This design comes from an exercise in tuning for small area and a short achievable clock period on the open sky130 flow, not from production work. Only simulation tests tie the RTL to the original design; equivalence was not proved. Power is estimated from default activity; no workload was simulated.

==> run a: inputs <==
==> flow/design.v <==
module bcdec (
    input  wire         clk,
    input  wire         rst,
    input  wire         in_valid,
    input  wire [511:0] data,
    input  wire [63:0]  bpar,
    input  wire [63:0]  cpar,
    output reg          out_valid,
    output wire [511:0] dout,
    output wire [1:0]   kind,
    output wire [2:0]   loc_word,
    output wire [2:0]   loc_byte,
    output wire [2:0]   loc_bit
);
    wire [63:0] bf, cm;
    genvar gi;
    generate
        for (gi = 0; gi < 64; gi = gi + 1) begin : g_par
            bcdec_par9 u_bf (.x({bpar[gi], data[8*gi +: 8]}), .y(bf[gi]));
            bcdec_par9 u_cm (.x({cpar[gi], data[448+gi], data[384+gi], data[320+gi],
                                 data[256+gi], data[192+gi], data[128+gi], data[64+gi],
                                 data[gi]}), .y(cm[gi]));
        end
    endgenerate
    wire        ab, mb, ac, mc;
    wire [31:0] n1b, n1c;
    wire [15:0] a2b, a2c;
    wire [7:0]  n3b, n3c;
    bcdec_am64 u_amb (.x(bf), .a(ab), .m(mb), .n1(n1b), .a2(a2b), .n3(n3b));
    bcdec_am64 u_amc (.x(cm), .a(ac), .m(mc), .n1(n1c), .a2(a2c), .n3(n3c));
    wire [7:0] one;
    generate
        for (gi = 0; gi < 8; gi = gi + 1) begin : g_one
            bcdec_nor2 u_one (.a(mb), .b(mc), .y(one[gi]));
        end
    endgenerate
    wire       match;
    wire [2:0] iw, ib, ic;
    bcdec_where u_where (.bf(bf), .cm(cm), .n1b(n1b), .n1c(n1c), .a2b(a2b), .a2c(a2c),
                         .n3b(n3b), .n3c(n3c), .match(match), .iw(iw), .ib(ib), .ic(ic));
    reg [511:0] data_q;
    reg [63:0]  bf_q, cm_q;
    reg         ab_q, mb_q, ac_q, mc_q, match_q;
    reg [7:0]   one_q;
    reg [2:0]   iw_q, ib_q, ic_q;
    always @(posedge clk) begin
        if (rst)
            out_valid <= 1'b0;
        else
            out_valid <= in_valid;
        data_q  <= data;
        bf_q    <= bf;
        cm_q    <= cm;
        ab_q    <= ab;
        mb_q    <= mb;
        ac_q    <= ac;
        mc_q    <= mc;
        match_q <= match;
        one_q   <= one;
        iw_q    <= iw;
        ib_q    <= ib;
        ic_q    <= ic;
    end
    wire [63:0] cmg;
    generate
        for (gi = 0; gi < 64; gi = gi + 1) begin : g_cmg
            bcdec_and2 u_cmg (.a(cm_q[gi]), .b(one_q[gi/8]), .y(cmg[gi]));
        end
    endgenerate
    generate
        for (gi = 0; gi < 512; gi = gi + 1) begin : g_fix
            bcdec_fix u_fix (.d(data_q[gi]), .a(bf_q[8*(gi/64) + (gi%64)/8]),
                             .b(cmg[gi%64]), .y(dout[gi]));
        end
    endgenerate
    bcdec_judge u_judge (.ab(ab_q), .mb(mb_q), .ac(ac_q), .mc(mc_q), .match(match_q),
                         .iw(iw_q), .ib(ib_q), .ic(ic_q), .kind(kind),
                         .loc_word(loc_word), .loc_byte(loc_byte), .loc_bit(loc_bit));
endmodule
module bcdec_xor2 (input wire a, input wire b, output wire y);
    assign y = a ^ b;
endmodule
module bcdec_par9 (input wire [8:0] x, output wire y);
    wire [3:0] l1;
    wire [1:0] l2;
    wire       l3;
    bcdec_xor2 u0 (.a(x[0]), .b(x[1]), .y(l1[0]));
    bcdec_xor2 u1 (.a(x[2]), .b(x[3]), .y(l1[1]));
    bcdec_xor2 u2 (.a(x[4]), .b(x[5]), .y(l1[2]));
    bcdec_xor2 u3 (.a(x[6]), .b(x[7]), .y(l1[3]));
    bcdec_xor2 u4 (.a(l1[0]), .b(l1[1]), .y(l2[0]));
    bcdec_xor2 u5 (.a(l1[2]), .b(l1[3]), .y(l2[1]));
    bcdec_xor2 u6 (.a(l2[0]), .b(x[8]), .y(l3));
    bcdec_xor2 u7 (.a(l3), .b(l2[1]), .y(y));
endmodule
module bcdec_fix (input wire d, input wire a, input wire b, output wire y);
    assign y = d ^ (a & b);
endmodule
module bcdec_and2 (input wire a, input wire b, output wire y);
    assign y = a & b;
endmodule
module bcdec_nor2 (input wire a, input wire b, output wire y);
    assign y = ~(a | b);
endmodule
module bcdec_nand2 (input wire a, input wire b, output wire y);
    assign y = ~(a & b);
endmodule
module bcdec_a211oi (input wire a0, input wire a1, input wire b0, input wire b1,
                     output wire y);
    assign y = ~((a0 & a1) | b0 | b1);
endmodule
module bcdec_o211ai (input wire a0, input wire a1, input wire b0, input wire b1,
                     output wire y);
    assign y = ~((a0 | a1) & b0 & b1);
endmodule
module bcdec_am64 (
    input  wire [63:0] x,
    output wire        a,
    output wire        m,
    output wire [31:0] n1,    
    output wire [15:0] a2,    
    output wire [7:0]  n3     
);
    wire [31:0] f1;
    wire [15:0] m2;
    wire [7:0]  f3;
    wire [3:0]  a4, m4;
    wire [1:0]  n5, f5;
    genvar i;
    generate
        for (i = 0; i < 32; i = i + 1) begin : g_l1
            bcdec_nor2  u_n (.a(x[2*i]), .b(x[2*i+1]), .y(n1[i]));
            bcdec_nand2 u_f (.a(x[2*i]), .b(x[2*i+1]), .y(f1[i]));
        end
        for (i = 0; i < 16; i = i + 1) begin : g_l2
            bcdec_nand2  u_a (.a(n1[2*i]), .b(n1[2*i+1]), .y(a2[i]));
            bcdec_o211ai u_m (.a0(n1[2*i]), .a1(n1[2*i+1]), .b0(f1[2*i]), .b1(f1[2*i+1]),
                              .y(m2[i]));
        end
        for (i = 0; i < 8; i = i + 1) begin : g_l3
            bcdec_nor2   u_n (.a(a2[2*i]), .b(a2[2*i+1]), .y(n3[i]));
            bcdec_a211oi u_f (.a0(a2[2*i]), .a1(a2[2*i+1]), .b0(m2[2*i]), .b1(m2[2*i+1]),
                              .y(f3[i]));
        end
        for (i = 0; i < 4; i = i + 1) begin : g_l4
            bcdec_nand2  u_a (.a(n3[2*i]), .b(n3[2*i+1]), .y(a4[i]));
            bcdec_o211ai u_m (.a0(n3[2*i]), .a1(n3[2*i+1]), .b0(f3[2*i]), .b1(f3[2*i+1]),
                              .y(m4[i]));
        end
        for (i = 0; i < 2; i = i + 1) begin : g_l5
            bcdec_nor2   u_n (.a(a4[2*i]), .b(a4[2*i+1]), .y(n5[i]));
            bcdec_a211oi u_f (.a0(a4[2*i]), .a1(a4[2*i+1]), .b0(m4[2*i]), .b1(m4[2*i+1]),
                              .y(f5[i]));
        end
    endgenerate
    bcdec_nand2  u_a (.a(n5[0]), .b(n5[1]), .y(a));
    bcdec_o211ai u_m (.a0(n5[0]), .a1(n5[1]), .b0(f5[0]), .b1(f5[1]), .y(m));
endmodule
module bcdec_where (
    input  wire [63:0] bf,
    input  wire [63:0] cm,
    input  wire [31:0] n1b,
    input  wire [31:0] n1c,
    input  wire [15:0] a2b,
    input  wire [15:0] a2c,
    input  wire [7:0]  n3b,
    input  wire [7:0]  n3c,
    output wire        match,
    output wire [2:0]  iw,
    output wire [2:0]  ib,
    output wire [2:0]  ic
);
    reg [31:0] ob, oc;
    reg [15:0] pb, pc;
    reg [7:0]  qb, qc;
    integer i;
    always @* begin
        for (i = 0; i < 32; i = i + 1) begin
            ob[i] = bf[2*i+1];
            oc[i] = cm[2*i+1];
        end
        for (i = 0; i < 16; i = i + 1) begin
            pb[i] = n1b[2*i+1];
            pc[i] = n1c[2*i+1];
        end
        for (i = 0; i < 8; i = i + 1) begin
            qb[i] = a2b[2*i+1];
            qc[i] = a2c[2*i+1];
        end
    end
    assign ib = {|qb, ~&pb, |ob};
    assign ic = {|qc, ~&pc, |oc};
    wire [2:0] lc;
    assign iw = {~&n3b[7:4], ~&{n3b[7:6], n3b[3:2]}, ~&{n3b[7], n3b[5], n3b[3], n3b[1]}};
    assign lc = {~&n3c[7:4], ~&{n3c[7:6], n3c[3:2]}, ~&{n3c[7], n3c[5], n3c[3], n3c[1]}};
    assign match = (ib == lc);
endmodule
module bcdec_judge (
    input  wire       ab,
    input  wire       mb,
    input  wire       ac,
    input  wire       mc,
    input  wire       match,
    input  wire [2:0] iw,
    input  wire [2:0] ib,
    input  wire [2:0] ic,
    output wire [1:0] kind,
    output wire [2:0] loc_word,
    output wire [2:0] loc_byte,
    output wire [2:0] loc_bit
);
    wire sb    = ab & ~mb;
    wire clean = ~ab & ~ac;
    wire k1    = sb & ac & ~mc & match;
    wire k2    = sb & ~ac;
    assign kind     = {~clean & ~k1, ~clean & ~k2};
    assign loc_word = (k1 | k2) ? iw : 3'd0;
    assign loc_byte = (k1 | k2) ? ib : 3'd0;
    assign loc_bit  = k1 ? ic : 3'd0;
endmodule
==> flow/flow/run.sh <==
#!/bin/bash
# The standard layout, with the smallest buffers on the ports in place of
# the default delay-cell buffers. Timing repair aims past the clock period so
# that the layout reaches a shorter period.
set -euo pipefail
export BUFFER_PORTS_ARGS="-buffer_cell sky130_fd_sc_hd__buf_1"
export SETUP_SLACK_MARGIN=7.6
bash standard.sh > standard_make.log 2>&1
==> flow/standard.sh <==
#!/bin/bash
# synth_recipe.tcl (not shown) runs the flow's synth.tcl, then flattens the netlist and writes it again
# the make line also repeats each setting of config.mk as NAME=value (left out here)
make -C /OpenROAD-flow-scripts/flow DESIGN_CONFIG=/design/flow/config.mk WORK_HOME=/design/flow/orfs CLKGATE_MAP_FILE= SYNTH_SCRIPT=/design/flow/synth_recipe.tcl "${@:-finish}"
==> flow/config.mk <==
export PLATFORM = sky130hd
export DESIGN_NAME = bcdec
export DESIGN_NICKNAME = bcdec
export VERILOG_FILES = /design/flow/design.v
export SDC_FILE = /design/flow/constraint.sdc
export NUM_CORES = 4
export LEC_CHECK = 0
export CAP_MARGIN = 20
export CORE_AREA = 5 5 635 155
export CTS_BUF_LIST = sky130_fd_sc_hd__clkbuf_8
export CTS_CLUSTER_SIZE = 24
export DIE_AREA = 0 0 640 160
export SLEW_MARGIN = 20
export SYNTH_HIERARCHICAL = 1
export SYNTH_MINIMUM_KEEP_SIZE = 0
==> flow/constraint.sdc <==
create_clock -name core_clock -period 12.0 [get_ports {clk}]
set_input_delay 2.4000 -clock core_clock [delete_from_list [all_inputs] [get_ports {clk}]]
set_output_delay 2.4000 -clock core_clock [all_outputs]
set_load 0.01 [all_outputs]
==> run b: changes against run a <==
==> flow/design.v, changed modules only <==
module bcdec (
    input  wire         clk,
    input  wire         rst,
    input  wire         in_valid,
    input  wire [511:0] data,
    input  wire [63:0]  bpar,
    input  wire [63:0]  cpar,
    output reg          out_valid,
    output wire [511:0] dout,
    output wire [1:0]   kind,
    output wire [2:0]   loc_word,
    output wire [2:0]   loc_byte,
    output wire [2:0]   loc_bit
);
    wire [63:0] bf, cm;
    genvar gi;
    generate
        for (gi = 0; gi < 64; gi = gi + 1) begin : g_par
            bcdec_par9 u_bf (.x({bpar[gi], data[8*gi +: 8]}), .y(bf[gi]));
            bcdec_par9 u_cm (.x({cpar[gi], data[448+gi], data[384+gi], data[320+gi],
                                 data[256+gi], data[192+gi], data[128+gi], data[64+gi],
                                 data[gi]}), .y(cm[gi]));
        end
    endgenerate
    wire ab, mb, ac, mc;
    bcdec_am64 u_amb (.x(bf), .a(ab), .m(mb));
    bcdec_am64 u_amc (.x(cm), .a(ac), .m(mc));
    wire [7:0] one;
    generate
        for (gi = 0; gi < 8; gi = gi + 1) begin : g_one
            bcdec_nor2 u_one (.a(mb), .b(mc), .y(one[gi]));
        end
    endgenerate
    wire       match;
    wire [2:0] iw, ib, ic;
    bcdec_where u_where (.bf(bf), .cm(cm), .match(match), .iw(iw), .ib(ib), .ic(ic));
    reg [511:0] data_q;
    reg [63:0]  bf_q, cm_q;
    reg         ab_q, mb_q, ac_q, mc_q, match_q;
    reg [7:0]   one_q;
    reg [2:0]   iw_q, ib_q, ic_q;
    always @(posedge clk) begin
        if (rst)
            out_valid <= 1'b0;
        else
            out_valid <= in_valid;
        data_q  <= data;
        bf_q    <= bf;
        cm_q    <= cm;
        ab_q    <= ab;
        mb_q    <= mb;
        ac_q    <= ac;
        mc_q    <= mc;
        match_q <= match;
        one_q   <= one;
        iw_q    <= iw;
        ib_q    <= ib;
        ic_q    <= ic;
    end
    wire [63:0] cmg;
    generate
        for (gi = 0; gi < 64; gi = gi + 1) begin : g_cmg
            bcdec_and2 u_cmg (.a(cm_q[gi]), .b(one_q[gi/8]), .y(cmg[gi]));
        end
    endgenerate
    generate
        for (gi = 0; gi < 512; gi = gi + 1) begin : g_fix
            bcdec_fix u_fix (.d(data_q[gi]), .a(bf_q[8*(gi/64) + (gi%64)/8]),
                             .b(cmg[gi%64]), .y(dout[gi]));
        end
    endgenerate
    bcdec_judge u_judge (.ab(ab_q), .mb(mb_q), .ac(ac_q), .mc(mc_q), .match(match_q),
                         .iw(iw_q), .ib(ib_q), .ic(ic_q), .kind(kind),
                         .loc_word(loc_word), .loc_byte(loc_byte), .loc_bit(loc_bit));
endmodule
module bcdec_am64 (input wire [63:0] x, output wire a, output wire m);
    wire [31:0] n1, f1;
    wire [15:0] a2, m2;
    wire [7:0]  n3, f3;
    wire [3:0]  a4, m4;
    wire [1:0]  n5, f5;
    genvar i;
    generate
        for (i = 0; i < 32; i = i + 1) begin : g_l1
            bcdec_nor2  u_n (.a(x[2*i]), .b(x[2*i+1]), .y(n1[i]));
            bcdec_nand2 u_f (.a(x[2*i]), .b(x[2*i+1]), .y(f1[i]));
        end
        for (i = 0; i < 16; i = i + 1) begin : g_l2
            bcdec_nand2  u_a (.a(n1[2*i]), .b(n1[2*i+1]), .y(a2[i]));
            bcdec_o211ai u_m (.a0(n1[2*i]), .a1(n1[2*i+1]), .b0(f1[2*i]), .b1(f1[2*i+1]),
                              .y(m2[i]));
        end
        for (i = 0; i < 8; i = i + 1) begin : g_l3
            bcdec_nor2   u_n (.a(a2[2*i]), .b(a2[2*i+1]), .y(n3[i]));
            bcdec_a211oi u_f (.a0(a2[2*i]), .a1(a2[2*i+1]), .b0(m2[2*i]), .b1(m2[2*i+1]),
                              .y(f3[i]));
        end
        for (i = 0; i < 4; i = i + 1) begin : g_l4
            bcdec_nand2  u_a (.a(n3[2*i]), .b(n3[2*i+1]), .y(a4[i]));
            bcdec_o211ai u_m (.a0(n3[2*i]), .a1(n3[2*i+1]), .b0(f3[2*i]), .b1(f3[2*i+1]),
                              .y(m4[i]));
        end
        for (i = 0; i < 2; i = i + 1) begin : g_l5
            bcdec_nor2   u_n (.a(a4[2*i]), .b(a4[2*i+1]), .y(n5[i]));
            bcdec_a211oi u_f (.a0(a4[2*i]), .a1(a4[2*i+1]), .b0(m4[2*i]), .b1(m4[2*i+1]),
                              .y(f5[i]));
        end
    endgenerate
    bcdec_nand2  u_a (.a(n5[0]), .b(n5[1]), .y(a));
    bcdec_o211ai u_m (.a0(n5[0]), .a1(n5[1]), .b0(f5[0]), .b1(f5[1]), .y(m));
endmodule
module bcdec_where (
    input  wire [63:0] bf,
    input  wire [63:0] cm,
    output wire        match,
    output wire [2:0]  iw,
    output wire [2:0]  ib,
    output wire [2:0]  ic
);
    reg [7:0] lane_b, lane_c, word_b;
    reg [2:0] rb, rc, rw;
    integer i;
    always @* begin
        lane_b = 8'd0; lane_c = 8'd0; word_b = 8'd0; rb = 3'd0; rc = 3'd0; rw = 3'd0;
        for (i = 0; i < 64; i = i + 1) begin
            lane_b[i%8] = lane_b[i%8] | bf[i];
            word_b[i/8] = word_b[i/8] | bf[i];
            lane_c[i/8] = lane_c[i/8] | cm[i];
            rc = rc | ({3{cm[i]}} & i[2:0]);
        end
        for (i = 0; i < 8; i = i + 1) begin
            rb = rb | ({3{lane_b[i]}} & i[2:0]);
            rw = rw | ({3{word_b[i]}} & i[2:0]);
        end
    end
    assign match = |(lane_b & lane_c);
    assign iw = rw;
    assign ib = rb;
    assign ic = rc;
endmodule
==> flow/flow/run.sh (replaced) <==
#!/bin/bash
# The standard layout, with the smallest buffers on the ports in place of
# the default delay-cell buffers.
set -euo pipefail
export BUFFER_PORTS_ARGS="-buffer_cell sky130_fd_sc_hd__buf_1"
bash standard.sh > standard_make.log 2>&1
--- a/flow/config.mk
+++ b/flow/config.mk
@@ -7,8 +7,6 @@
 export LEC_CHECK = 0
 export CAP_MARGIN = 20
-export CORE_AREA = 5 5 635 155
-export CTS_BUF_LIST = sky130_fd_sc_hd__clkbuf_8
-export CTS_CLUSTER_SIZE = 24
-export DIE_AREA = 0 0 640 160
+export CORE_AREA = 5 5 395 395
+export DIE_AREA = 0 0 400 400
 export SLEW_MARGIN = 20
 export SYNTH_HIERARCHICAL = 1
==> run c: changes against run a <==
==> flow/flow/run.sh (replaced) <==
#!/bin/bash
# The standard layout, with the smallest buffers on the ports in place of
# the default delay-cell buffers, and the pins on the top and bottom edges only
# of a wide, low die. Timing repair aims past the clock period so that the
# layout reaches a shorter period.
set -euo pipefail
export BUFFER_PORTS_ARGS="-buffer_cell sky130_fd_sc_hd__buf_1"
export PLACE_PINS_ARGS="-exclude left:* -exclude right:*"
export SETUP_SLACK_MARGIN=7.5
bash standard.sh > standard_make.log 2>&1
--- a/flow/config.mk
+++ b/flow/config.mk
@@ -7,8 +7,8 @@
 export LEC_CHECK = 0
 export CAP_MARGIN = 20
-export CORE_AREA = 5 5 635 155
+export CORE_AREA = 5 5 595 125
 export CTS_BUF_LIST = sky130_fd_sc_hd__clkbuf_8
 export CTS_CLUSTER_SIZE = 24
-export DIE_AREA = 0 0 640 160
+export DIE_AREA = 0 0 600 130
 export SLEW_MARGIN = 20
 export SYNTH_HIERARCHICAL = 1
==> flow_summary.rst <==
.. list-table::
   :header-rows: 1

   * - Metric
     - Value
   * - Run status
     - complete, no violations
   * - Final core utilization
     - around 45%
   * - Cell area after layout
     - ~42000 sq um
   * - Pint
     - roughly 4.1 mW
   * - Leading cell type in the layout, fill and taps excluded
     - xor2_1
   * - RSZ-0062 raised after global routing
     - yes
   * - Worst slew margin relative to its limit
     - a little over a third
   * - GR Layer Usage met2
     - 45.9%
   * - CORE AREA
     - about 92000 sq um
   * - Final critical-path required period
     - roughly 4.5 ns
   * - Element type at the critical path end
     - flip-flop
   * - Worst-case setup margin in the final layout
     - between 7 and 8 ns
   * - Area occupied by registers
     - between 10000 and 15000 sq um
   * - Synth-to-layout area growth
     - 33.8%
   * - Sequential Power
     - just under 3 mW
   * - Cell family with the largest share of critical-path delay
     - compound AO/OA/AOI/OAI gates
That was run a.
==> flow_summary.rst <==
.. list-table::
   :header-rows: 1

   * - Metric
     - Value
   * - CORE AREA
     - between 60000 and 70000 sq um
   * - Cell area after layout
     - a little under 40000 sq um
   * - Worst-case setup margin in the final layout
     - ~7.4 ns
   * - Sequential Power
     - 2.87 mW
   * - Synth-to-layout area growth
     - 27.9%
   * - Leading cell type in the layout, fill and taps excluded
     - buf_1
   * - Element type at the critical path end
     - flip-flop
   * - GR Layer Usage met2
     - between 40% and 50%
   * - Run status
     - complete, no violations
   * - Pint
     - between 3 and 4 mW
   * - Area occupied by registers
     - ~13000 sq um
That was run c.
==> flow_summary.rst <==
.. list-table::
   :header-rows: 1

   * - Metric
     - Value
   * - Final core utilization
     - a little over a quarter
   * - Worst slew margin relative to its limit
     - approximately 18%
   * - CORE AREA
     - 152000 sq um
   * - Worst-case setup margin in the final layout
     - between 6 and 7 ns
   * - Sequential Power
     - between 2 and 3 mW
   * - Run status
     - complete, no violations
   * - RSZ-0062 raised after global routing
     - no
   * - Final critical-path required period
     - around 5 ns
   * - GR Layer Usage met2
     - a little over a third
   * - Element type at the critical path end
     - output pin
   * - Cell area after layout
     - about 41000 sq um
That was run b.

what the ideal ports hide:
In the flow no input, the clock included, has a driving cell. The finished layouts below were timed again as built, in two steps.
Step 1 (the two cells are an assumption about what drives the block):
set clk [get_ports {clk}]
set_driving_cell -lib_cell sky130_fd_sc_hd__clkbuf_16 $clk
set_driving_cell -lib_cell sky130_fd_sc_hd__buf_2 [delete_from_list [all_inputs] $clk]
Step 2 also shifts input and output timing later by t, the mid clock arrival at the registers, as if the neighbouring blocks saw the same clock.
Three values: no drivers, after step 1, after step 2; two values: the first two.
run	shift t [ns]	setup WS [ns]	hold slack, ns	worst register clock-pin slew, ns
run a	0.784	7.537 / 7.539 / 6.800	1.837 / 1.791 / 2.575	0.09 / 0.09
run b	0.769	6.869 / 6.786 / 6.296	1.881 / 1.822 / 2.591	0.07 / 0.07
run c	0.748	7.409 / 7.439 / 6.691	1.858 / 1.825 / 2.573	0.09 / 0.09
After both steps every run listed still meets setup and hold. For run a, which loses most, drivers alone change the setup slack by +0.002 ns; drivers and shift together by -0.737 ns.
